Background: an optimization exercise with open tools, aiming at small area and a short achievable clock period. Do not read the settings as production practice.
The RTL was checked by simulation tests, not by an equivalence proof against the original design.
In every run shown here, the design's own scripts or RTL, not TritonCTS, make the clock network.
The clock port is modelled as an ideal driver, which makes a skipped or thinned clock tree look cheaper than it is; a real chip needs a root buffer or a tree.

==> flow/design.v (outline; a module is shown in full before it is edited, if it fits) <==
// module chk_unit: 3105 lines
// module chk_a21o: 3 lines
// module chk_a222oi: 3 lines
// module chk_inv: 3 lines
// module chk_nand2: 3 lines
// module chk_nand3: 3 lines
// module chk_nor2: 3 lines
// module chk_oai21: 3 lines
// module chk_oai22: 3 lines
// module chk_xnor2: 3 lines
// module chk_xor2: 3 lines
module chk_unit (
    input  wire        clk,
    input  wire        rst,
    input  wire        in_valid,
    input  wire        in_first,
    input  wire        in_last,
    input  wire [2:0]  in_code,
    input  wire [63:0] in_data,
    input  wire [3:0]  in_nbytes,
    input  wire [2:0]  in_tail,
    output wire        out_valid,
    output wire [31:0] out_value
);
  // ...
==> flow/flow/run.sh <==
#!/bin/bash
# Standard synthesis and placement (port buffers of buf_1 cells), then
# flow/cts.tcl: a one-level clock tree, buf_2 output port buffers and
# dfxtp_2 for the flip-flops behind them; then the standard routing and finish.
set -euo pipefail
export BUFFER_PORTS_ARGS="-buffer_cell sky130_fd_sc_hd__buf_1"
bash standard.sh synth > synth.log 2>&1
bash standard.sh place > place.log 2>&1
RES=$PWD/orfs/results/sky130hd/chk_unit/base
RES=$RES CTS_NBUF=4 CTS_CELL=sky130_fd_sc_hd__clkbuf_16 OUT_BUF_CELL=sky130_fd_sc_hd__buf_2 OUT_FF_CELL=sky130_fd_sc_hd__dfxtp_2 openroad -no_init -exit flow/cts.tcl > cts.log 2>&1
cp $RES/4_1_cts.odb $RES/4_cts.odb
bash standard.sh > layout.log 2>&1
==> flow/flow/cts.tcl <==
# Clock tree: the clock port drives a few clkbuf_16, each driving one cluster
# of flip-flops (k-means on their placed positions); then legalize.
set res $::env(RES)
set plat $::env(FLOW_HOME)/platforms/sky130hd
read_lef $plat/lef/sky130_fd_sc_hd.tlef
read_lef $plat/lef/sky130_fd_sc_hd_merged.lef
read_liberty $plat/lib/sky130_fd_sc_hd__tt_025C_1v80.lib
read_db $res/3_place.odb
read_sdc $res/3_place.sdc
source $plat/setRC.tcl
set nclu $::env(CTS_NBUF)
set block [ord::get_db_block]
set db [ord::get_db]
set clk [$block findNet clk]
set sinks {}
foreach it [$clk getITerms] { lappend sinks $it }
set n [llength $sinks]
puts "clock sinks: $n, clusters: $nclu"
# positions
set xs {}; set ys {}
foreach it $sinks {
  set b [[$it getInst] getBBox]
  lappend xs [expr {([$b xMin]+[$b xMax])/2.0}]
  lappend ys [expr {([$b yMin]+[$b yMax])/2.0}]
}
# k-means, seeded along the x-sorted order
set order [lsort -real -indices $xs]
set cx {}; set cy {}
for {set k 0} {$k < $nclu} {incr k} {
  set i [lindex $order [expr {int(($k+0.5)*$n/$nclu)}]]
  lappend cx [lindex $xs $i]; lappend cy [lindex $ys $i]
}
set cap [expr {int(ceil(double($n)/$nclu))+2}]
for {set iter 0} {$iter < 50} {incr iter} {
  # balanced assignment: greedy by distance with a size cap
  set pairs {}
  for {set i 0} {$i < $n} {incr i} {
    for {set k 0} {$k < $nclu} {incr k} {
      set d [expr {abs([lindex $xs $i]-[lindex $cx $k]) + abs([lindex $ys $i]-[lindex $cy $k])}]
      lappend pairs [list $d $i $k]
    }
  }
  set pairs [lsort -real -index 0 $pairs]
  set asg [lrepeat $n -1]; set cnt [lrepeat $nclu 0]
  foreach p $pairs {
    lassign $p d i k
    if {[lindex $asg $i] >= 0} continue
    if {[lindex $cnt $k] >= $cap} continue
    lset asg $i $k; lset cnt $k [expr {[lindex $cnt $k]+1}]
  }
  set sx [lrepeat $nclu 0.0]; set sy [lrepeat $nclu 0.0]
  for {set i 0} {$i < $n} {incr i} {
    set k [lindex $asg $i]
    lset sx $k [expr {[lindex $sx $k]+[lindex $xs $i]}]
    lset sy $k [expr {[lindex $sy $k]+[lindex $ys $i]}]
  }
  for {set k 0} {$k < $nclu} {incr k} {
    if {[lindex $cnt $k] > 0} {
      lset cx $k [expr {[lindex $sx $k]/[lindex $cnt $k]}]
      lset cy $k [expr {[lindex $sy $k]/[lindex $cnt $k]}]
    }
  }
}
puts "cluster sizes: $cnt"
set master [$db findMaster $::env(CTS_CELL)]
set w [$master getWidth]; set h [$master getHeight]
for {set k 0} {$k < $nclu} {incr k} {
  set inst [odb::dbInst_create $block $master "cts_buf_$k"]
  $inst setLocation [expr {int([lindex $cx $k] - $w/2)}] [expr {int([lindex $cy $k] - $h/2)}]
  $inst setPlacementStatus PLACED
  set net [odb::dbNet_create $block "clknet_$k"]
  $net setSigType CLOCK
  [$inst findITerm A] connect $clk
  [$inst findITerm X] connect $net
  for {set i 0} {$i < $n} {incr i} {
    if {[lindex $asg $i] == $k} {
      set it [lindex $sinks $i]
      $it disconnect
      $it connect $net
    }
  }
}
# optional: other cells for the output port buffers and for the flip-flops
# that drive them
foreach port [get_ports out_*] {
  set net [$block findNet [get_full_name $port]]
  foreach it [$net getITerms] {
    if {![$it isOutputSignal]} continue
    set buf [$it getInst]
    if {[info exists ::env(OUT_BUF_CELL)] && $::env(OUT_BUF_CELL) ne ""} {
      replace_cell [$buf getName] $::env(OUT_BUF_CELL)
    }
    set in [[$buf findITerm A] getNet]
    foreach it2 [$in getITerms] {
      if {![$it2 isOutputSignal]} continue
      set drv [$it2 getInst]
      if {[info exists ::env(OUT_FF_CELL)] && $::env(OUT_FF_CELL) ne ""
          && [string match "sky130_fd_sc_hd__dfxtp_*" [[$drv getMaster] getName]]} {
        replace_cell [$drv getName] $::env(OUT_FF_CELL)
      }
    }
  }
}
detailed_placement
check_placement -verbose
set_propagated_clock [all_clocks]
estimate_parasitics -placement
report_clock_skew
report_checks -path_delay max -digits 3
write_db $res/4_1_cts.odb
write_sdc $res/4_cts.sdc
==> flow/standard.sh <==
#!/bin/bash
# synth_recipe.tcl (not shown) runs the flow's synth.tcl, then flattens the netlist and writes it again
# the make line also repeats each setting of config.mk as NAME=value (left out here)
make -C /OpenROAD-flow-scripts/flow DESIGN_CONFIG=/design/flow/config.mk WORK_HOME=/design/flow/orfs CLKGATE_MAP_FILE= SYNTH_SCRIPT=/design/flow/synth_recipe.tcl "${@:-finish}"
==> flow/config.mk <==
export PLATFORM = sky130hd
export DESIGN_NAME = chk_unit
export DESIGN_NICKNAME = chk_unit
export VERILOG_FILES = /design/flow/design.v
export SDC_FILE = /design/flow/constraint.sdc
export NUM_CORES = 8
export LEC_CHECK = 0
export CAP_MARGIN = 20
export CORE_MARGIN = 4
export CORE_UTILIZATION = 60
export GPL_TIMING_DRIVEN = 0
export SLEW_MARGIN = 20
export SYNTH_HIERARCHICAL = 1
==> flow/constraint.sdc <==
create_clock -name core_clock -period 40.0 [get_ports {clk}]
set_input_delay 8.0000 -clock core_clock [delete_from_list [all_inputs] [get_ports {clk}]]
set_output_delay 8.0000 -clock core_clock [all_outputs]
set_load 0.01 [all_outputs]
==> results.txt, run 1 <==
- The worst setup path is launched from a flop.
- The count of synthesis-stage warnings from yosys is 7.
- The first global-routing pass estimated 86900 um of wire.
- For hold timing, the worst endpoint is ov_q$_DFF_P_.
- Dividing the detail-routed via count by the number of cells gives 7.01.
- The boundary pin count is 112.
- The detailed-route DRC error count is 0.
- Synthesis handed over a netlist of 1705 instances.
- The number of max-capacitance violations reported is 0.
- The relative area change from synthesis to final layout is 10.5%.
- The number of standard cells in the final layout excluding fillers is 2128.
- Summed over all nets, wire length on met3 after detailed routing comes to 9300 um.
- The biggest area contributor in the post-synthesis netlist is xor2_1.
- For this run, global-route usage on met2 was measured as 64.2%.
- The met1 wire length is 21600 um.
- After synthesis, the largest area contributor takes up 43.7% of total cell area.
- The flip-flop count of the largest register, all copies and words added is 64.
- The detailed-placement wirelength estimate is 48400 um.
- The number of fillers in the final layout is 1974.
- The routed wire length is 61100 um.
- The top routing layer in use is met5.
- Timing analysis after detailed placement gives a worst setup slack of 31.11 ns.
- The run finished with no timing, DRC or antenna violations.
- The worst setup path startpoint is p_r[4]$_SDFF_PN0_.
- The path class of the tightest hold or removal check is reg -> reg.
==> run 2, diff against run 1 <==
--- a/flow/design.v
+++ b/flow/design.v
@@ -20,4 +20,5 @@
     reg        refl_q, refln_q;  
     reg [2:0]  pn_r;            
+    reg [2:0]  nbm_r, tm_r;     
     reg [4:0]  pg_r;            
     wire       take_in = in_valid & in_first & ~rst;
@@ -37,4 +38,6 @@
         last_r <= in_valid & ~rst & in_last;
         p_r  <= p_in;
+        nbm_r <= in_nbytes[2:0];
+        tm_r  <= in_tail;
         pn_r <= ~p_in[2:0];
         pg_r <= pg_in;
@@ -51,14 +54,16 @@
     wire nl   = nl_r;
     wire last = last_r;
+    wire [2:0] mb = last_r ? (3'd0 - nbm_r) : 3'd0;
+    wire [2:0] mt = 3'd0 - tm_r;
     wire [3:0] g1, g1n, g2n;
     wire [7:0] hn;
     genvar gb;
     generate for (gb = 0; gb < 4; gb = gb + 1) begin : g_mask
-        assign g1[gb]  = p_r[5] & ({1'b0, p_r[4:3]} + gb >= 3'd4);
+        assign g1[gb]  = mb[2] & ({1'b0, mb[1:0]} + gb >= 3'd4);
         assign g1n[gb] = ~g1[gb];
-        assign g2n[gb] = ~(p_r[5] & ({1'b0, p_r[4:3]} + gb == 3'd3));
+        assign g2n[gb] = ~(mb[2] & ({1'b0, mb[1:0]} + gb == 3'd3));
     end endgenerate
     generate for (gb = 0; gb < 8; gb = gb + 1) begin : g_hn
-        assign hn[gb] = ~({1'b0, p_r[2:0]} + gb >= 4'd8);
+        assign hn[gb] = ~({1'b0, mt} + gb >= 4'd8);
     end endgenerate
     wire c0  = (code_q == 3'd0);
@@ -1798,7 +1803,7 @@
     chk_xor2 u_n859 (.a(n628), .b(n725), .y(n859));
     wire n860;
-    chk_xor2 u_n860 (.a(n252), .b(n639), .y(n860));
+    chk_xor2 u_n860 (.a(n252), .b(n635), .y(n860));
     wire n861;
-    chk_xor2 u_n861 (.a(n635), .b(n764), .y(n861));
+    chk_xor2 u_n861 (.a(n639), .b(n764), .y(n861));
     wire n862;
     chk_xor2 u_n862 (.a(n701), .b(n860), .y(n862));
@@ -1816,7 +1821,7 @@
     chk_xor2 u_n868 (.a(n625), .b(n844), .y(n868));
     wire n869;
-    chk_xor2 u_n869 (.a(n866), .b(n736), .y(n869));
+    chk_xor2 u_n869 (.a(n866), .b(n853), .y(n869));
     wire n870;
-    chk_xor2 u_n870 (.a(n853), .b(n867), .y(n870));
+    chk_xor2 u_n870 (.a(n736), .b(n867), .y(n870));
     wire n871;
     chk_xor2 u_n871 (.a(n868), .b(n776), .y(n871));
@@ -1828,5 +1833,5 @@
     chk_xor2 u_n874 (.a(n522), .b(n528), .y(n874));
     wire n875;
-    chk_xor2 u_n875 (.a(n849), .b(n605), .y(n875));
+    chk_xor2 u_n875 (.a(n605), .b(n849), .y(n875));
     wire n876;
     chk_xor2 u_n876 (.a(n874), .b(n725), .y(n876));
@@ -1836,5 +1841,5 @@
     chk_xor2 u_n878 (.a(n655), .b(n876), .y(n878));
     wire n879;
-    chk_xor2 u_n879 (.a(n819), .b(n757), .y(n879));
+    chk_xor2 u_n879 (.a(n757), .b(n819), .y(n879));
     wire n880;
     chk_xor2 u_n880 (.a(n877), .b(n878), .y(n880));
@@ -1844,9 +1849,9 @@
     chk_xor2 u_n882 (.a(n697), .b(n837), .y(n882));
     wire n883;
-    chk_xor2 u_n883 (.a(n760), .b(n845), .y(n883));
+    chk_xor2 u_n883 (.a(n760), .b(n778), .y(n883));
     wire n884;
-    chk_xor2 u_n884 (.a(n778), .b(n882), .y(n884));
+    chk_xor2 u_n884 (.a(n845), .b(n882), .y(n884));
     wire n885;
-    chk_xor2 u_n885 (.a(n819), .b(n803), .y(n885));
+    chk_xor2 u_n885 (.a(n803), .b(n819), .y(n885));
     wire n886;
     chk_xor2 u_n886 (.a(n883), .b(n884), .y(n886));
@@ -1854,7 +1859,7 @@
     chk_xor2 u_n887 (.a(n885), .b(n886), .y(n887));
     wire n888;
-    chk_xor2 u_n888 (.a(n629), .b(n847), .y(n888));
+    chk_xor2 u_n888 (.a(n629), .b(n723), .y(n888));
     wire n889;
-    chk_xor2 u_n889 (.a(n723), .b(n633), .y(n889));
+    chk_xor2 u_n889 (.a(n633), .b(n847), .y(n889));
     wire n890;
     chk_xor2 u_n890 (.a(n829), .b(n888), .y(n890));
@@ -1866,11 +1871,11 @@
     chk_xor2 u_n893 (.a(n824), .b(n892), .y(n893));
     wire n894;
-    chk_xor2 u_n894 (.a(n627), .b(n808), .y(n894));
+    chk_xor2 u_n894 (.a(n808), .b(n627), .y(n894));
     wire n895;
-    chk_xor2 u_n895 (.a(n894), .b(n712), .y(n895));
+    chk_xor2 u_n895 (.a(n894), .b(n739), .y(n895));
     wire n896;
-    chk_xor2 u_n896 (.a(n858), .b(n834), .y(n896));
+    chk_xor2 u_n896 (.a(n834), .b(n858), .y(n896));
     wire n897;
-    chk_xor2 u_n897 (.a(n739), .b(n772), .y(n897));
+    chk_xor2 u_n897 (.a(n712), .b(n772), .y(n897));
     wire n898;
     chk_xor2 u_n898 (.a(n895), .b(n896), .y(n898));
@@ -1886,7 +1891,7 @@
     chk_xor2 u_n903 (.a(n858), .b(n902), .y(n903));
     wire n904;
-    chk_xor2 u_n904 (.a(n851), .b(n683), .y(n904));
+    chk_xor2 u_n904 (.a(n851), .b(n758), .y(n904));
     wire n905;
-    chk_xor2 u_n905 (.a(n758), .b(n903), .y(n905));
+    chk_xor2 u_n905 (.a(n683), .b(n903), .y(n905));
     wire n906;
     chk_xor2 u_n906 (.a(n904), .b(n905), .y(n906));
@@ -1894,13 +1899,13 @@
     chk_xor2 u_n907 (.a(n228), .b(n426), .y(n907));
     wire n908;
-    chk_xor2 u_n908 (.a(n626), .b(n684), .y(n908));
+    chk_xor2 u_n908 (.a(n684), .b(n743), .y(n908));
     wire n909;
-    chk_xor2 u_n909 (.a(n743), .b(n907), .y(n909));
+    chk_xor2 u_n909 (.a(n626), .b(n907), .y(n909));
     wire n910;
     chk_xor2 u_n910 (.a(n639), .b(n908), .y(n910));
     wire n911;
-    chk_xor2 u_n911 (.a(n909), .b(n721), .y(n911));
+    chk_xor2 u_n911 (.a(n909), .b(n739), .y(n911));
     wire n912;
-    chk_xor2 u_n912 (.a(n739), .b(n673), .y(n912));
+    chk_xor2 u_n912 (.a(n673), .b(n721), .y(n912));
     wire n913;
     chk_xor2 u_n913 (.a(n910), .b(n911), .y(n913));
@@ -1910,11 +1915,11 @@
     chk_xor2 u_n915 (.a(n913), .b(n914), .y(n915));
     wire n916;
-    chk_xor2 u_n916 (.a(n813), .b(n818), .y(n916));
+    chk_xor2 u_n916 (.a(n813), .b(n709), .y(n916));
     wire n917;
-    chk_xor2 u_n917 (.a(n709), .b(n669), .y(n917));
+    chk_xor2 u_n917 (.a(n663), .b(n639), .y(n917));
     wire n918;
-    chk_xor2 u_n918 (.a(n639), .b(n794), .y(n918));
+    chk_xor2 u_n918 (.a(n676), .b(n794), .y(n918));
     wire n919;
-    chk_xor2 u_n919 (.a(n676), .b(n663), .y(n919));
+    chk_xor2 u_n919 (.a(n669), .b(n818), .y(n919));
     wire n920;
     chk_xor2 u_n920 (.a(n689), .b(n916), .y(n920));
@@ -1926,9 +1931,9 @@
     chk_xor2 u_n923 (.a(n921), .b(n922), .y(n923));
     wire n924;
-    chk_xor2 u_n924 (.a(n703), .b(n658), .y(n924));
+    chk_xor2 u_n924 (.a(n658), .b(n703), .y(n924));
     wire n925;
-    chk_xor2 u_n925 (.a(n831), .b(n783), .y(n925));
+    chk_xor2 u_n925 (.a(n783), .b(n748), .y(n925));
     wire n926;
-    chk_xor2 u_n926 (.a(n748), .b(n924), .y(n926));
+    chk_xor2 u_n926 (.a(n831), .b(n924), .y(n926));
     wire n927;
     chk_xor2 u_n927 (.a(n753), .b(n925), .y(n927));
@@ -1942,9 +1947,9 @@
     chk_xor2 u_n931 (.a(n318), .b(n414), .y(n931));
     wire n932;
-    chk_xor2 u_n932 (.a(n931), .b(n680), .y(n932));
+    chk_xor2 u_n932 (.a(n931), .b(n788), .y(n932));
     wire n933;
-    chk_xor2 u_n933 (.a(n714), .b(n736), .y(n933));
+    chk_xor2 u_n933 (.a(n736), .b(n714), .y(n933));
     wire n934;
-    chk_xor2 u_n934 (.a(n788), .b(n756), .y(n934));
+    chk_xor2 u_n934 (.a(n680), .b(n756), .y(n934));
     wire n935;
     chk_xor2 u_n935 (.a(n932), .b(n933), .y(n935));
@@ -1960,7 +1965,7 @@
     chk_xor2 u_n940 (.a(n938), .b(n760), .y(n940));
     wire n941;
-    chk_xor2 u_n941 (.a(n939), .b(n729), .y(n941));
+    chk_xor2 u_n941 (.a(n939), .b(n848), .y(n941));
     wire n942;
-    chk_xor2 u_n942 (.a(n848), .b(n739), .y(n942));
+    chk_xor2 u_n942 (.a(n739), .b(n729), .y(n942));
     wire n943;
     chk_xor2 u_n943 (.a(n940), .b(n941), .y(n943));
@@ -1974,11 +1979,11 @@
     chk_xor2 u_n947 (.a(n564), .b(n570), .y(n947));
     wire n948;
-    chk_xor2 u_n948 (.a(n610), .b(n613), .y(n948));
+    chk_xor2 u_n948 (.a(n613), .b(n610), .y(n948));
     wire n949;
     chk_xor2 u_n949 (.a(n946), .b(n947), .y(n949));
     wire n950;
-    chk_xor2 u_n950 (.a(n647), .b(n777), .y(n950));
+    chk_xor2 u_n950 (.a(n647), .b(n738), .y(n950));
     wire n951;
-    chk_xor2 u_n951 (.a(n738), .b(n948), .y(n951));
+    chk_xor2 u_n951 (.a(n777), .b(n948), .y(n951));
     wire n952;
     chk_xor2 u_n952 (.a(n949), .b(n821), .y(n952));
@@ -1992,9 +1997,9 @@
     chk_xor2 u_n956 (.a(n640), .b(n844), .y(n956));
     wire n957;
-    chk_xor2 u_n957 (.a(n654), .b(n780), .y(n957));
+    chk_xor2 u_n957 (.a(n780), .b(n654), .y(n957));
     wire n958;
-    chk_xor2 u_n958 (.a(n956), .b(n765), .y(n958));
+    chk_xor2 u_n958 (.a(n956), .b(n805), .y(n958));
     wire n959;
-    chk_xor2 u_n959 (.a(n805), .b(n957), .y(n959));
+    chk_xor2 u_n959 (.a(n765), .b(n957), .y(n959));
     wire n960;
     chk_xnor2 u_n960 (.a(n958), .b(n959), .y(n960));
@@ -2002,11 +2007,11 @@
     chk_xor2 u_n961 (.a(n306), .b(n432), .y(n961));
     wire n962;
-    chk_xor2 u_n962 (.a(n558), .b(n622), .y(n962));
+    chk_xor2 u_n962 (.a(n558), .b(n741), .y(n962));
     wire n963;
-    chk_xor2 u_n963 (.a(n617), .b(n741), .y(n963));
+    chk_xor2 u_n963 (.a(n617), .b(n622), .y(n963));
     wire n964;
-    chk_xor2 u_n964 (.a(n961), .b(n695), .y(n964));
+    chk_xor2 u_n964 (.a(n961), .b(n677), .y(n964));
     wire n965;
-    chk_xor2 u_n965 (.a(n677), .b(n962), .y(n965));
+    chk_xor2 u_n965 (.a(n695), .b(n962), .y(n965));
     wire n966;
     chk_xor2 u_n966 (.a(n963), .b(n737), .y(n966));
@@ -2034,7 +2039,7 @@
     chk_xor2 u_n977 (.a(n976), .b(n681), .y(n977));
     wire n978;
-    chk_xor2 u_n978 (.a(n713), .b(n851), .y(n978));
+    chk_xor2 u_n978 (.a(n713), .b(n790), .y(n978));
     wire n979;
-    chk_xor2 u_n979 (.a(n790), .b(n977), .y(n979));
+    chk_xor2 u_n979 (.a(n851), .b(n977), .y(n979));
     wire n980;
     chk_xnor2 u_n980 (.a(n978), .b(n979), .y(n980));
@@ -2046,5 +2051,5 @@
     chk_xor2 u_n983 (.a(n850), .b(n982), .y(n983));
     wire n984;
-    chk_xor2 u_n984 (.a(n832), .b(n665), .y(n984));
+    chk_xor2 u_n984 (.a(n665), .b(n832), .y(n984));
     wire n985;
     chk_xor2 u_n985 (.a(n983), .b(n815), .y(n985));
@@ -2054,9 +2059,9 @@
     chk_xor2 u_n987 (.a(n841), .b(n678), .y(n987));
     wire n988;
-    chk_xor2 u_n988 (.a(n746), .b(n842), .y(n988));
+    chk_xor2 u_n988 (.a(n842), .b(n746), .y(n988));
     wire n989;
-    chk_xor2 u_n989 (.a(n639), .b(n642), .y(n989));
+    chk_xor2 u_n989 (.a(n642), .b(n855), .y(n989));
     wire n990;
-    chk_xor2 u_n990 (.a(n855), .b(n987), .y(n990));
+    chk_xor2 u_n990 (.a(n639), .b(n987), .y(n990));
     wire n991;
     chk_xor2 u_n991 (.a(n680), .b(n988), .y(n991));
@@ -2072,9 +2077,9 @@
     chk_xor2 u_n996 (.a(n610), .b(n994), .y(n996));
     wire n997;
-    chk_xor2 u_n997 (.a(n995), .b(n833), .y(n997));
+    chk_xor2 u_n997 (.a(n995), .b(n663), .y(n997));
     wire n998;
     chk_xor2 u_n998 (.a(n854), .b(n702), .y(n998));
     wire n999;
-    chk_xor2 u_n999 (.a(n663), .b(n996), .y(n999));
+    chk_xor2 u_n999 (.a(n833), .b(n996), .y(n999));
     wire n1000;
     chk_xor2 u_n1000 (.a(n836), .b(n997), .y(n1000));
@@ -2090,23 +2095,23 @@
     chk_xor2 u_n1005 (.a(n742), .b(n1003), .y(n1005));
     wire n1006;
-    chk_xor2 u_n1006 (.a(n1004), .b(n800), .y(n1006));
+    chk_xor2 u_n1006 (.a(n1004), .b(n852), .y(n1006));
     wire n1007;
-    chk_xor2 u_n1007 (.a(n852), .b(n1005), .y(n1007));
+    chk_xor2 u_n1007 (.a(n800), .b(n1005), .y(n1007));
     wire n1008;
     chk_xor2 u_n1008 (.a(n1006), .b(n1007), .y(n1008));
     wire n1009;
-    chk_xor2 u_n1009 (.a(n812), .b(n793), .y(n1009));
+    chk_xor2 u_n1009 (.a(n793), .b(n812), .y(n1009));
     wire n1010;
     chk_xnor2 u_n1010 (.a(n1008), .b(n1009), .y(n1010));
     wire n1011;
-    chk_xor2 u_n1011 (.a(n668), .b(n658), .y(n1011));
+    chk_xor2 u_n1011 (.a(n658), .b(n745), .y(n1011));
     wire n1012;
     chk_xor2 u_n1012 (.a(n621), .b(n749), .y(n1012));
     wire n1013;
-    chk_xor2 u_n1013 (.a(n745), .b(n642), .y(n1013));
+    chk_xor2 u_n1013 (.a(n668), .b(n642), .y(n1013));
     wire n1014;
     chk_xor2 u_n1014 (.a(n1011), .b(n1012), .y(n1014));
     wire n1015;
-    chk_xor2 u_n1015 (.a(n778), .b(n795), .y(n1015));
+    chk_xor2 u_n1015 (.a(n795), .b(n778), .y(n1015));
     wire n1016;
     chk_xor2 u_n1016 (.a(n1013), .b(n1014), .y(n1016));
@@ -2122,5 +2127,5 @@
     chk_xor2 u_n1021 (.a(n1019), .b(n713), .y(n1021));
     wire n1022;
-    chk_xor2 u_n1022 (.a(n701), .b(n753), .y(n1022));
+    chk_xor2 u_n1022 (.a(n753), .b(n701), .y(n1022));
     wire n1023;
     chk_xor2 u_n1023 (.a(n1020), .b(n758), .y(n1023));
@@ -2132,7 +2137,7 @@
     chk_xor2 u_n1026 (.a(n396), .b(n645), .y(n1026));
     wire n1027;
-    chk_xor2 u_n1027 (.a(n659), .b(n855), .y(n1027));
+    chk_xor2 u_n1027 (.a(n768), .b(n670), .y(n1027));
     wire n1028;
-    chk_xor2 u_n1028 (.a(n768), .b(n670), .y(n1028));
+    chk_xor2 u_n1028 (.a(n659), .b(n855), .y(n1028));
     wire n1029;
     chk_xor2 u_n1029 (.a(n770), .b(n1026), .y(n1029));
@@ -2148,7 +2153,7 @@
     chk_xor2 u_n1034 (.a(n558), .b(n775), .y(n1034));
     wire n1035;
-    chk_xor2 u_n1035 (.a(n1033), .b(n639), .y(n1035));
+    chk_xor2 u_n1035 (.a(n1033), .b(n727), .y(n1035));
     wire n1036;
-    chk_xor2 u_n1036 (.a(n727), .b(n1034), .y(n1036));
+    chk_xor2 u_n1036 (.a(n639), .b(n1034), .y(n1036));
     wire n1037;
     chk_xor2 u_n1037 (.a(n848), .b(n1035), .y(n1037));
@@ -2162,11 +2167,11 @@
     chk_xor2 u_n1041 (.a(n282), .b(n306), .y(n1041));
     wire n1042;
-    chk_xor2 u_n1042 (.a(n348), .b(n668), .y(n1042));
+    chk_xor2 u_n1042 (.a(n348), .b(n743), .y(n1042));
     wire n1043;
-    chk_xor2 u_n1043 (.a(n743), .b(n1041), .y(n1043));
+    chk_xor2 u_n1043 (.a(n668), .b(n1041), .y(n1043));
     wire n1044;
     chk_xor2 u_n1044 (.a(n1042), .b(n1043), .y(n1044));
     wire n1045;
-    chk_xor2 u_n1045 (.a(n773), .b(n806), .y(n1045));
+    chk_xor2 u_n1045 (.a(n806), .b(n773), .y(n1045));
     wire n1046;
     chk_xor2 u_n1046 (.a(n674), .b(n1044), .y(n1046));
@@ -2178,11 +2183,11 @@
     chk_xor2 u_n1049 (.a(n210), .b(n570), .y(n1049));
     wire n1050;
-    chk_xor2 u_n1050 (.a(n698), .b(n623), .y(n1050));
+    chk_xor2 u_n1050 (.a(n623), .b(n627), .y(n1050));
     wire n1051;
-    chk_xor2 u_n1051 (.a(n813), .b(n627), .y(n1051));
+    chk_xor2 u_n1051 (.a(n698), .b(n602), .y(n1051));
     wire n1052;
-    chk_xor2 u_n1052 (.a(n602), .b(n1049), .y(n1052));
+    chk_xor2 u_n1052 (.a(n813), .b(n1049), .y(n1052));
     wire n1053;
-    chk_xor2 u_n1053 (.a(n826), .b(n766), .y(n1053));
+    chk_xor2 u_n1053 (.a(n766), .b(n826), .y(n1053));
     wire n1054;
     chk_xor2 u_n1054 (.a(n1050), .b(n1051), .y(n1054));
@@ -2230,13 +2235,13 @@
     chk_xor2 u_n1075 (.a(n192), .b(n534), .y(n1075));
     wire n1076;
-    chk_xor2 u_n1076 (.a(n602), .b(n648), .y(n1076));
+    chk_xor2 u_n1076 (.a(n648), .b(n602), .y(n1076));
     wire n1077;
     chk_xor2 u_n1077 (.a(n1075), .b(n1076), .y(n1077));
     wire n1078;
-    chk_xor2 u_n1078 (.a(n665), .b(n795), .y(n1078));
+    chk_xor2 u_n1078 (.a(n795), .b(n665), .y(n1078));
     wire n1079;
-    chk_xor2 u_n1079 (.a(n1077), .b(n812), .y(n1079));
+    chk_xor2 u_n1079 (.a(n1077), .b(n840), .y(n1079));
     wire n1080;
-    chk_xor2 u_n1080 (.a(n840), .b(n1078), .y(n1080));
+    chk_xor2 u_n1080 (.a(n812), .b(n1078), .y(n1080));
     wire n1081;
     chk_xnor2 u_n1081 (.a(n1079), .b(n1080), .y(n1081));
@@ -2246,5 +2251,5 @@
     chk_xor2 u_n1083 (.a(n808), .b(n1082), .y(n1083));
     wire n1084;
-    chk_xor2 u_n1084 (.a(n661), .b(n689), .y(n1084));
+    chk_xor2 u_n1084 (.a(n689), .b(n661), .y(n1084));
     wire n1085;
     chk_xor2 u_n1085 (.a(n807), .b(n1083), .y(n1085));
@@ -2256,11 +2261,11 @@
     chk_xor2 u_n1088 (.a(n396), .b(n516), .y(n1088));
     wire n1089;
-    chk_xor2 u_n1089 (.a(n606), .b(n711), .y(n1089));
+    chk_xor2 u_n1089 (.a(n711), .b(n743), .y(n1089));
     wire n1090;
-    chk_xor2 u_n1090 (.a(n743), .b(n1088), .y(n1090));
+    chk_xor2 u_n1090 (.a(n606), .b(n1088), .y(n1090));
     wire n1091;
-    chk_xor2 u_n1091 (.a(n638), .b(n826), .y(n1091));
+    chk_xor2 u_n1091 (.a(n638), .b(n783), .y(n1091));
     wire n1092;
-    chk_xor2 u_n1092 (.a(n783), .b(n1089), .y(n1092));
+    chk_xor2 u_n1092 (.a(n826), .b(n1089), .y(n1092));
     wire n1093;
     chk_xor2 u_n1093 (.a(n1090), .b(n665), .y(n1093));
@@ -2278,5 +2283,5 @@
     chk_xor2 u_n1099 (.a(n1097), .b(n1098), .y(n1099));
     wire n1100;
-    chk_xor2 u_n1100 (.a(n843), .b(n801), .y(n1100));
+    chk_xor2 u_n1100 (.a(n801), .b(n843), .y(n1100));
     wire n1101;
     chk_xor2 u_n1101 (.a(n1099), .b(n1100), .y(n1101));
@@ -2286,7 +2291,7 @@
     chk_xor2 u_n1103 (.a(n366), .b(n396), .y(n1103));
     wire n1104;
-    chk_xor2 u_n1104 (.a(n630), .b(n742), .y(n1104));
+    chk_xor2 u_n1104 (.a(n653), .b(n742), .y(n1104));
     wire n1105;
-    chk_xor2 u_n1105 (.a(n653), .b(n1102), .y(n1105));
+    chk_xor2 u_n1105 (.a(n630), .b(n1102), .y(n1105));
     wire n1106;
     chk_xor2 u_n1106 (.a(n1103), .b(n1104), .y(n1106));
@@ -2298,9 +2303,9 @@
     chk_xnor2 u_n1109 (.a(n1107), .b(n1108), .y(n1109));
     wire n1110;
-    chk_xor2 u_n1110 (.a(n360), .b(n636), .y(n1110));
+    chk_xor2 u_n1110 (.a(n360), .b(n748), .y(n1110));
     wire n1111;
-    chk_xor2 u_n1111 (.a(n748), .b(n850), .y(n1111));
+    chk_xor2 u_n1111 (.a(n677), .b(n636), .y(n1111));
     wire n1112;
-    chk_xor2 u_n1112 (.a(n677), .b(n1110), .y(n1112));
+    chk_xor2 u_n1112 (.a(n850), .b(n1110), .y(n1112));
     wire n1113;
     chk_xor2 u_n1113 (.a(n1111), .b(n771), .y(n1113));
@@ -2310,7 +2315,7 @@
     chk_xor2 u_n1115 (.a(n204), .b(n246), .y(n1115));
     wire n1116;
-    chk_xor2 u_n1116 (.a(n420), .b(n719), .y(n1116));
+    chk_xor2 u_n1116 (.a(n420), .b(n658), .y(n1116));
     wire n1117;
-    chk_xor2 u_n1117 (.a(n658), .b(n1115), .y(n1117));
+    chk_xor2 u_n1117 (.a(n719), .b(n1115), .y(n1117));
     wire n1118;
     chk_xor2 u_n1118 (.a(n1116), .b(n1117), .y(n1118));
@@ -2322,9 +2327,9 @@
     chk_xor2 u_n1121 (.a(n294), .b(n348), .y(n1121));
     wire n1122;
-    chk_xor2 u_n1122 (.a(n666), .b(n820), .y(n1122));
+    chk_xor2 u_n1122 (.a(n820), .b(n666), .y(n1122));
     wire n1123;
-    chk_xor2 u_n1123 (.a(n1121), .b(n702), .y(n1123));
+    chk_xor2 u_n1123 (.a(n1121), .b(n649), .y(n1123));
     wire n1124;
-    chk_xor2 u_n1124 (.a(n649), .b(n1122), .y(n1124));
+    chk_xor2 u_n1124 (.a(n702), .b(n1122), .y(n1124));
     wire n1125;
     chk_xor2 u_n1125 (.a(n814), .b(n1123), .y(n1125));
@@ -2334,11 +2339,11 @@
     chk_xnor2 u_n1127 (.a(n1125), .b(n1126), .y(n1127));
     wire n1128;
-    chk_xor2 u_n1128 (.a(n668), .b(n629), .y(n1128));
+    chk_xor2 u_n1128 (.a(n629), .b(n668), .y(n1128));
     wire n1129;
     chk_xor2 u_n1129 (.a(n646), .b(n1128), .y(n1129));
     wire n1130;
-    chk_xor2 u_n1130 (.a(n713), .b(n821), .y(n1130));
+    chk_xor2 u_n1130 (.a(n767), .b(n713), .y(n1130));
     wire n1131;
-    chk_xor2 u_n1131 (.a(n767), .b(n830), .y(n1131));
+    chk_xor2 u_n1131 (.a(n821), .b(n830), .y(n1131));
     wire n1132;
     chk_xor2 u_n1132 (.a(n1129), .b(n843), .y(n1132));
@@ -2348,9 +2353,9 @@
     chk_xor2 u_n1134 (.a(n1132), .b(n1133), .y(n1134));
     wire n1135;
-    chk_xor2 u_n1135 (.a(n645), .b(n651), .y(n1135));
+    chk_xor2 u_n1135 (.a(n645), .b(n852), .y(n1135));
     wire n1136;
-    chk_xor2 u_n1136 (.a(n852), .b(n717), .y(n1136));
+    chk_xor2 u_n1136 (.a(n651), .b(n693), .y(n1136));
     wire n1137;
-    chk_xor2 u_n1137 (.a(n693), .b(n1135), .y(n1137));
+    chk_xor2 u_n1137 (.a(n717), .b(n1135), .y(n1137));
     wire n1138;
     chk_xor2 u_n1138 (.a(n779), .b(n1136), .y(n1138));
@@ -2364,7 +2369,7 @@
     chk_xor2 u_n1142 (.a(n763), .b(n638), .y(n1142));
     wire n1143;
-    chk_xor2 u_n1143 (.a(n654), .b(n846), .y(n1143));
+    chk_xor2 u_n1143 (.a(n859), .b(n654), .y(n1143));
     wire n1144;
-    chk_xor2 u_n1144 (.a(n859), .b(n1141), .y(n1144));
+    chk_xor2 u_n1144 (.a(n846), .b(n1141), .y(n1144));
     wire n1145;
     chk_xor2 u_n1145 (.a(n1142), .b(n771), .y(n1145));
@@ -2374,9 +2379,9 @@
     chk_xor2 u_n1147 (.a(n1145), .b(n1146), .y(n1147));
     wire n1148;
-    chk_xor2 u_n1148 (.a(n696), .b(n784), .y(n1148));
+    chk_xor2 u_n1148 (.a(n696), .b(n693), .y(n1148));
     wire n1149;
     chk_xor2 u_n1149 (.a(n806), .b(n722), .y(n1149));
     wire n1150;
-    chk_xor2 u_n1150 (.a(n693), .b(n825), .y(n1150));
+    chk_xor2 u_n1150 (.a(n784), .b(n825), .y(n1150));
     wire n1151;
     chk_xor2 u_n1151 (.a(n1148), .b(n1149), .y(n1151));
@@ -2400,7 +2405,7 @@
     chk_xor2 u_n1160 (.a(n462), .b(n623), .y(n1160));
     wire n1161;
-    chk_xor2 u_n1161 (.a(n849), .b(n609), .y(n1161));
+    chk_xor2 u_n1161 (.a(n609), .b(n656), .y(n1161));
     wire n1162;
-    chk_xor2 u_n1162 (.a(n656), .b(n1159), .y(n1162));
+    chk_xor2 u_n1162 (.a(n849), .b(n1159), .y(n1162));
     wire n1163;
     chk_xor2 u_n1163 (.a(n650), .b(n651), .y(n1163));
@@ -2426,9 +2431,9 @@
     chk_xor2 u_n1173 (.a(n1171), .b(n842), .y(n1173));
     wire n1174;
-    chk_xor2 u_n1174 (.a(n818), .b(n748), .y(n1174));
+    chk_xor2 u_n1174 (.a(n748), .b(n818), .y(n1174));
     wire n1175;
-    chk_xor2 u_n1175 (.a(n1172), .b(n845), .y(n1175));
+    chk_xor2 u_n1175 (.a(n1172), .b(n687), .y(n1175));
     wire n1176;
-    chk_xor2 u_n1176 (.a(n687), .b(n1173), .y(n1176));
+    chk_xor2 u_n1176 (.a(n845), .b(n1173), .y(n1176));
     wire n1177;
     chk_xor2 u_n1177 (.a(n1174), .b(n707), .y(n1177));
@@ -2458,7 +2463,7 @@
     chk_xor2 u_n1189 (.a(n282), .b(n697), .y(n1189));
     wire n1190;
-    chk_xor2 u_n1190 (.a(n627), .b(n635), .y(n1190));
+    chk_xor2 u_n1190 (.a(n627), .b(n857), .y(n1190));
     wire n1191;
-    chk_xor2 u_n1191 (.a(n857), .b(n1189), .y(n1191));
+    chk_xor2 u_n1191 (.a(n635), .b(n1189), .y(n1191));
     wire n1192;
     chk_xor2 u_n1192 (.a(n1190), .b(n1191), .y(n1192));
@@ -2474,5 +2479,5 @@
     chk_xor2 u_n1197 (.a(n764), .b(n1196), .y(n1197));
     wire n1198;
-    chk_xor2 u_n1198 (.a(n705), .b(n859), .y(n1198));
+    chk_xor2 u_n1198 (.a(n859), .b(n705), .y(n1198));
     wire n1199;
     chk_xor2 u_n1199 (.a(n1197), .b(n817), .y(n1199));
@@ -2484,5 +2489,5 @@
     chk_xor2 u_n1202 (.a(n685), .b(n1201), .y(n1202));
     wire n1203;
-    chk_xor2 u_n1203 (.a(n834), .b(n687), .y(n1203));
+    chk_xor2 u_n1203 (.a(n687), .b(n834), .y(n1203));
     wire n1204;
     chk_xor2 u_n1204 (.a(n1202), .b(n1203), .y(n1204));
@@ -2494,11 +2499,11 @@
     chk_xor2 u_n1207 (.a(n522), .b(n1206), .y(n1207));
     wire n1208;
-    chk_xor2 u_n1208 (.a(n659), .b(n676), .y(n1208));
+    chk_xor2 u_n1208 (.a(n676), .b(n659), .y(n1208));
     wire n1209;
-    chk_xor2 u_n1209 (.a(n1207), .b(n724), .y(n1209));
+    chk_xor2 u_n1209 (.a(n1207), .b(n788), .y(n1209));
     wire n1210;
-    chk_xor2 u_n1210 (.a(n721), .b(n693), .y(n1210));
+    chk_xor2 u_n1210 (.a(n724), .b(n693), .y(n1210));
     wire n1211;
-    chk_xor2 u_n1211 (.a(n788), .b(n1208), .y(n1211));
+    chk_xor2 u_n1211 (.a(n721), .b(n1208), .y(n1211));
     wire n1212;
     chk_xor2 u_n1212 (.a(n1209), .b(n1210), .y(n1212));
@@ -2508,7 +2513,7 @@
     chk_xor2 u_n1214 (.a(n831), .b(n857), .y(n1214));
     wire n1215;
-    chk_xor2 u_n1215 (.a(n721), .b(n655), .y(n1215));
+    chk_xor2 u_n1215 (.a(n655), .b(n829), .y(n1215));
     wire n1216;
-    chk_xor2 u_n1216 (.a(n829), .b(n1214), .y(n1216));
+    chk_xor2 u_n1216 (.a(n721), .b(n1214), .y(n1216));
     wire n1217;
     chk_xor2 u_n1217 (.a(n789), .b(n1215), .y(n1217));
@@ -2520,9 +2525,9 @@
     chk_xor2 u_n1220 (.a(n282), .b(n522), .y(n1220));
     wire n1221;
-    chk_xor2 u_n1221 (.a(n615), .b(n628), .y(n1221));
+    chk_xor2 u_n1221 (.a(n628), .b(n615), .y(n1221));
     wire n1222;
-    chk_xor2 u_n1222 (.a(n1220), .b(n794), .y(n1222));
+    chk_xor2 u_n1222 (.a(n1220), .b(n691), .y(n1222));
     wire n1223;
-    chk_xor2 u_n1223 (.a(n691), .b(n1221), .y(n1223));
+    chk_xor2 u_n1223 (.a(n794), .b(n1221), .y(n1223));
     wire n1224;
     chk_xor2 u_n1224 (.a(n1222), .b(n1223), .y(n1224));
@@ -2534,7 +2539,7 @@
     chk_xnor2 u_n1227 (.a(n1225), .b(n1226), .y(n1227));
     wire n1228;
-    chk_xor2 u_n1228 (.a(n366), .b(n692), .y(n1228));
+    chk_xor2 u_n1228 (.a(n366), .b(n611), .y(n1228));
     wire n1229;
-    chk_xor2 u_n1229 (.a(n611), .b(n716), .y(n1229));
+    chk_xor2 u_n1229 (.a(n692), .b(n716), .y(n1229));
     wire n1230;
     chk_xor2 u_n1230 (.a(n1228), .b(n774), .y(n1230));
@@ -2564,7 +2569,7 @@
     chk_xor2 u_n1242 (.a(n300), .b(n348), .y(n1242));
     wire n1243;
-    chk_xor2 u_n1243 (.a(n504), .b(n604), .y(n1243));
+    chk_xor2 u_n1243 (.a(n504), .b(n816), .y(n1243));
     wire n1244;
-    chk_xor2 u_n1244 (.a(n816), .b(n1242), .y(n1244));
+    chk_xor2 u_n1244 (.a(n604), .b(n1242), .y(n1244));
     wire n1245;
     chk_xor2 u_n1245 (.a(n798), .b(n1243), .y(n1245));
@@ -2580,7 +2585,7 @@
     chk_xor2 u_n1250 (.a(n258), .b(n628), .y(n1250));
     wire n1251;
-    chk_xor2 u_n1251 (.a(n639), .b(n634), .y(n1251));
+    chk_xor2 u_n1251 (.a(n677), .b(n634), .y(n1251));
     wire n1252;
-    chk_xor2 u_n1252 (.a(n641), .b(n677), .y(n1252));
+    chk_xor2 u_n1252 (.a(n641), .b(n639), .y(n1252));
     wire n1253;
     chk_xor2 u_n1253 (.a(n766), .b(n1250), .y(n1253));
@@ -2596,11 +2601,11 @@
     chk_xor2 u_n1258 (.a(n288), .b(n408), .y(n1258));
     wire n1259;
-    chk_xor2 u_n1259 (.a(n775), .b(n856), .y(n1259));
+    chk_xor2 u_n1259 (.a(n822), .b(n623), .y(n1259));
     wire n1260;
-    chk_xor2 u_n1260 (.a(n623), .b(n822), .y(n1260));
+    chk_xor2 u_n1260 (.a(n775), .b(n628), .y(n1260));
     wire n1261;
-    chk_xor2 u_n1261 (.a(n628), .b(n1258), .y(n1261));
+    chk_xor2 u_n1261 (.a(n856), .b(n1258), .y(n1261));
     wire n1262;
-    chk_xor2 u_n1262 (.a(n638), .b(n646), .y(n1262));
+    chk_xor2 u_n1262 (.a(n646), .b(n638), .y(n1262));
     wire n1263;
     chk_xor2 u_n1263 (.a(n1259), .b(n1260), .y(n1263));
@@ -2616,13 +2621,13 @@
     chk_xor2 u_n1268 (.a(n306), .b(n534), .y(n1268));
     wire n1269;
-    chk_xor2 u_n1269 (.a(n708), .b(n629), .y(n1269));
+    chk_xor2 u_n1269 (.a(n629), .b(n708), .y(n1269));
     wire n1270;
     chk_xor2 u_n1270 (.a(n1268), .b(n800), .y(n1270));
     wire n1271;
-    chk_xor2 u_n1271 (.a(n1269), .b(n832), .y(n1271));
+    chk_xor2 u_n1271 (.a(n1269), .b(n710), .y(n1271));
     wire n1272;
-    chk_xor2 u_n1272 (.a(n710), .b(n1270), .y(n1272));
+    chk_xor2 u_n1272 (.a(n832), .b(n1270), .y(n1272));
     wire n1273;
-    chk_xor2 u_n1273 (.a(n757), .b(n733), .y(n1273));
+    chk_xor2 u_n1273 (.a(n733), .b(n757), .y(n1273));
     wire n1274;
     chk_xor2 u_n1274 (.a(n1271), .b(n1272), .y(n1274));
@@ -2632,11 +2637,11 @@
     chk_xor2 u_n1276 (.a(n324), .b(n366), .y(n1276));
     wire n1277;
-    chk_xor2 u_n1277 (.a(n408), .b(n675), .y(n1277));
+    chk_xor2 u_n1277 (.a(n408), .b(n621), .y(n1277));
     wire n1278;
-    chk_xor2 u_n1278 (.a(n621), .b(n1276), .y(n1278));
+    chk_xor2 u_n1278 (.a(n675), .b(n1276), .y(n1278));
     wire n1279;
-    chk_xor2 u_n1279 (.a(n763), .b(n837), .y(n1279));
+    chk_xor2 u_n1279 (.a(n837), .b(n632), .y(n1279));
     wire n1280;
-    chk_xor2 u_n1280 (.a(n632), .b(n1277), .y(n1280));
+    chk_xor2 u_n1280 (.a(n763), .b(n1277), .y(n1280));
     wire n1281;
     chk_xor2 u_n1281 (.a(n1278), .b(n734), .y(n1281));
@@ -2644,5 +2649,5 @@
     chk_xor2 u_n1282 (.a(n1279), .b(n1280), .y(n1282));
     wire n1283;
-    chk_xor2 u_n1283 (.a(n815), .b(n733), .y(n1283));
+    chk_xor2 u_n1283 (.a(n733), .b(n815), .y(n1283));
     wire n1284;
     chk_xor2 u_n1284 (.a(n1281), .b(n1282), .y(n1284));
@@ -2650,9 +2655,9 @@
     chk_xnor2 u_n1285 (.a(n1283), .b(n1284), .y(n1285));
     wire n1286;
-    chk_xor2 u_n1286 (.a(n610), .b(n627), .y(n1286));
+    chk_xor2 u_n1286 (.a(n618), .b(n621), .y(n1286));
     wire n1287;
-    chk_xor2 u_n1287 (.a(n653), .b(n618), .y(n1287));
+    chk_xor2 u_n1287 (.a(n610), .b(n627), .y(n1287));
     wire n1288;
-    chk_xor2 u_n1288 (.a(n621), .b(n1286), .y(n1288));
+    chk_xor2 u_n1288 (.a(n653), .b(n1286), .y(n1288));
     wire n1289;
     chk_xor2 u_n1289 (.a(n1287), .b(n724), .y(n1289));
@@ -2666,15 +2671,15 @@
     chk_xor2 u_n1293 (.a(n1291), .b(n1292), .y(n1293));
     wire n1294;
-    chk_xor2 u_n1294 (.a(n444), .b(n749), .y(n1294));
+    chk_xor2 u_n1294 (.a(n444), .b(n648), .y(n1294));
     wire n1295;
-    chk_xor2 u_n1295 (.a(n730), .b(n648), .y(n1295));
+    chk_xor2 u_n1295 (.a(n749), .b(n730), .y(n1295));
     wire n1296;
-    chk_xor2 u_n1296 (.a(n777), .b(n798), .y(n1296));
+    chk_xor2 u_n1296 (.a(n798), .b(n777), .y(n1296));
     wire n1297;
     chk_xor2 u_n1297 (.a(n1294), .b(n1295), .y(n1297));
     wire n1298;
-    chk_xor2 u_n1298 (.a(n731), .b(n853), .y(n1298));
+    chk_xor2 u_n1298 (.a(n780), .b(n853), .y(n1298));
     wire n1299;
-    chk_xor2 u_n1299 (.a(n657), .b(n780), .y(n1299));
+    chk_xor2 u_n1299 (.a(n657), .b(n731), .y(n1299));
     wire n1300;
     chk_xor2 u_n1300 (.a(n1296), .b(n1297), .y(n1300));
@@ -2690,5 +2695,5 @@
     chk_xor2 u_n1305 (.a(n847), .b(n1303), .y(n1305));
     wire n1306;
-    chk_xor2 u_n1306 (.a(n735), .b(n839), .y(n1306));
+    chk_xor2 u_n1306 (.a(n839), .b(n735), .y(n1306));
     wire n1307;
     chk_xor2 u_n1307 (.a(n836), .b(n1304), .y(n1307));
--- a/flow/flow/run.sh
+++ b/flow/flow/run.sh
@@ -8,5 +8,5 @@
 bash standard.sh place > place.log 2>&1
 RES=$PWD/orfs/results/sky130hd/chk_unit/base
-RES=$RES CTS_NBUF=4 CTS_CELL=sky130_fd_sc_hd__clkbuf_16 OUT_BUF_CELL=sky130_fd_sc_hd__buf_2 OUT_FF_CELL=sky130_fd_sc_hd__dfxtp_2 openroad -no_init -exit flow/cts.tcl > cts.log 2>&1
+RES=$RES CTS_CELL=sky130_fd_sc_hd__clkbuf_16 CTS_NBUF=4 OUT_BUF_CELL=sky130_fd_sc_hd__buf_2 OUT_FF_CELL=sky130_fd_sc_hd__dfxtp_2 openroad -no_init -exit flow/cts.tcl > cts.log 2>&1
 cp $RES/4_1_cts.odb $RES/4_cts.odb
 bash standard.sh > layout.log 2>&1
==> results.txt, run 2 <==
- The instance count of the mapped netlist was 1722 (+1.0%).
- The most used standard cell by instance count after synthesis is xor2_1.
- The routed wire length came to 61000 um (-0.15%).
- The accumulated negative setup slack is 0 ns.
- The category of the worst setup path launch point is a flop.
- The detailed-placement wirelength estimate was 48800 um (+0.83%).
- The cell area that synthesis handed to floorplanning was 14100 um2.
- The congestion estimate from routability-driven global placement came to 1.18.
- The floorplan has 55 rows.
- The number of pins exceeding their max-slew limit in the final report is 0.
- Yosys mapped the design onto 30 distinct sky130hd cell types.
- The largest registers in the layout are d_r x64, s_q x32, p_r x6.
- From synthesis to final layout, the design area changed by 10.7%.
- Synthesis inferred 126 register bits.
- The share of the synthesized area in the top cell type was 43.1% (-0.62 points).
- The final net count is 1948.
- At the worst endpoint, the arrival time is 8.94 ns.
- Cells with a size suffix above 1 make up 7.14% of the layout.
- For this configuration, the core starts out at a cell density of 61.6%.
- The worst setup path is captured at a flop.
- By count the netlist is led by 693 x xor2_1, 393 x o22ai_1, 121 x dfxtp_1.
- The sum of met2 wire segment lengths after detailed routing is 24100 um.
- The total number of vias is 15276.
- The flow ran to the end and the layout has no timing, DRC or antenna violations.
- At the worst endpoint, the required time is 40.07 ns.
- The fraction of the yosys area taken by sequential cells is 18.3%.
- The total track usage is 44.1%.
- The die area is 26000 um2.
- The slew of the pin with the lowest slew margin is 1.30 ns.
- xor2_1 takes more of the synthesized area than any other cell.
- The fmax is 113 MHz.
- The detailed-route DRC error count came to 0 (unchanged).
- The via count of the first global-routing pass is 13989.
- Buffers placed on the I/O ports in this run total 110.
- The portion of the clock cycle consumed by the worst path in the final layout is 22.2%.
- The number of synthesized flops with an enable pin is 5.
- The final hold violation count came to 0.
- The min-delay analysis places its worst path in the category reg -> reg.
- The first detailed-routing pass took 14 iterations.
- The floorplan step set the die width to 161 um.
- The wire length per cell is 28.0 um.
- The met1 wire length is 22300 um (+3.0%).
- Of all nets on the critical path, the largest fanout is 7.
- The initial DRC count is 3254.
- The first-pass GRT wire length came to 87200 um (+0.30%).
- The number of fillers in the final layout is 1988 (+0.71%).
- The top routing layer in use is met5.
- The leading cell type in the layout, fill and taps excluded is xor2_1.
- The post-synthesis area per instance is 8.18 um2.
- In this run, placement finished with an instance count of 2170.
- The clock arrives with 0.0339 ns of skew.
- Leaving out fill and tap cells, the most frequent cells in the layout are 688 x xor2_1, 384 x o22ai_1, 92 x nand2_1.
- After detailed placement, the total cell area comes to 15400 um2.
- The main flop type after synthesis is dfxtp_1.
- The clock slew at the register clock pins of the worst setup and hold paths is 0.12 ns.
- The number of max-capacitance violations reported is 0 (unchanged).
- The worst-case headroom to the max-slew limit is 13.1%.
- After floorplanning, the core was sized to cover 22800 um2.
- For this run, asynchronously set or reset flops after synthesis account for 0%.
- Entering global routing, the biggest net connects 65 pins.
- The number of standard cells in the final layout excluding fillers was 2177 (+2.3%).
- From bottom edge to top edge, the die measures 161 um.
- The via-per-instance ratio was 7.02 (about the same).
- The boundary pin count is 112 (unchanged).
- d_r holds more flip-flops than any other register.
- The total length of routed met3 wires is 10700 um (+15%).
- The setup-violating endpoint count in the final report is 0.
- The residual antenna-violating net count after detailed routing is 0.
- Setup repair after global routing left no endpoint under its margin.
- The final instance area is 15600 um2.
- The flip-flop count of the largest register, all copies and words added is 64 (unchanged).
- After layout, the minimum clock period comes to 8.87 ns.
- After global routing the overflow that remains totals 0.
- The utilization after layout is 68.2%.
- For the worst-skew pair, the clock arrives at the later sink with an insertion delay of 0.18 ns.
- The initial antenna violation count came to 1.
- The count of synthesis-stage warnings from yosys is 7 (unchanged).
- By area the synthesized netlist is led by xor2_1 43%, o22ai_1 17%, dfxtp_1 17%.
- The setup path with the least slack is of type reg -> reg.
-- run 2: logic make-up after synthesis --
logic type                 after synthesis  synth area share (%)
other                                    1                0.0266
buffers and inverters                   72                  1.98
adders and majority gates                4                 0.355
AOI/OAI and AO/OA                      551                  25.4
DFF                                    126                  18.3
and+or+nand+nor                        191                  5.67
xor gates and xnor gates               777                  48.3
-- run 2: critical path, stage by stage, from the launching register on --
cell and delay, ns:
dfxtp_1 0.42, inv_1 0.07, ha_1 0.19, xnor2_1 0.45
o21ai_0 0.38, o21ai_1 0.40, nor2_1 0.11, xnor2_1 0.45
o22ai_1 0.19, o22ai_1 0.27, o22ai_1 0.15, o22ai_1 0.20
o22ai_1 0.22, o22ai_2 0.44, buf_6 0.24, xor2_1 0.76
xor2_1 0.67, xor2_1 0.66, xor2_1 0.61, xor2_1 0.16
xor2_1 0.17, a222oi_1 0.61, xor2_1 0.41, inv_1 0.11
a222oi_1 0.33, nand2_1 0.09
-- run 2: final cells by class --
cell class	instances	area (um2)	area share, %
diodes	1	2.50	0.0161
plain buffers	6	116	0.746
inverters	70	263	1.69
multi-input cells	1530	11400	73.0
flip-flops and latches	126	2630	16.9
well taps	313	392	2.51
repair buffers	131	805	5.16
-- run 2: per-module statistics from Yosys (local to each module, per instance) --
| module | area, um2 | cells |
|---|---|---|
| chk_a21o | 7.51 | 1 |
| chk_a222oi | 10.0 | 1 |
| chk_inv | 3.75 | 1 |
| chk_nand2 | 3.75 | 1 |
| chk_nand3 | 5.00 | 1 |
| chk_nor2 | 3.75 | 1 |
| chk_oai21 | 5.00 | 1 |
| chk_oai22 | 6.26 | 1 |
| chk_unit | 3110 | 229 |
| chk_xnor2 | 8.76 | 1 |
| chk_xor2 | 8.76 | 1 |
-- run 2: routing by layer --
| layer | GRT usage (%) | up-vias |
|---|---|---|
| met3 | 21.2 | 355 |
| li1 | - | 6553 |
| met5 | 0 | - |
| met4 | 18.4 | 4 |
| met2 | 64.0 | 1390 |
| met1 | 55.9 | 6974 |
-- run 2: final timing paths --
check | start | endpoint | slack, ns | cells past startpoint
hold reg to reg | last_r$_DFF_P_ | ov_q$_DFF_P_ | 0.63 | 1
setup / recovery | tm_r[0]$_DFF_P_ | s_q[7]$_DFF_P_ | 31.13 | 25
hold / removal | last_r$_DFF_P_ | ov_q$_DFF_P_ | 0.63 | 1
setup reg to reg | tm_r[0]$_DFF_P_ | s_q[7]$_DFF_P_ | 31.13 | 25
-- run 2: stage by stage --
stage               hold WS, ns  worst slack (ns)
global placement          0.598             30.22
finish                    0.629             31.13
floorplan                 0.482             31.39
global route              0.637             31.07
detailed placement        0.607             31.16

==> afterwards: timing with drivers on the ports <==
The results above use ideal ports. As a check the final layouts listed here were re-extracted and re-timed, cells and wires unchanged.
Step 1 (the two cells are an assumption about what drives the block):
set clk [get_ports {clk}]
set_driving_cell -lib_cell sky130_fd_sc_hd__clkbuf_16 $clk
set_driving_cell -lib_cell sky130_fd_sc_hd__buf_2 [delete_from_list [all_inputs] $clk]
Step 2 adds t to the input delays and takes it off the output delays; t is the mean of the earliest and latest rising clock arrival at the registers after step 1. Input paths then give back, and output paths get back, about the clock's delay inside the block.
Three values: ideal, step 1, step 2; two values: the first two.
| run | t (ns) | setup WS [ns] | worst hold slack (ns) |
|---|---|---|---|
| run 1 | 0.297 | 30.667 / 30.667 / 30.667 | 0.508 / 0.508 / 0.508 |
| run 2 | 0.262 | 31.130 / 31.130 / 31.130 | 0.629 / 0.629 / 0.629 |
After both steps setup and hold are still met in every run listed.
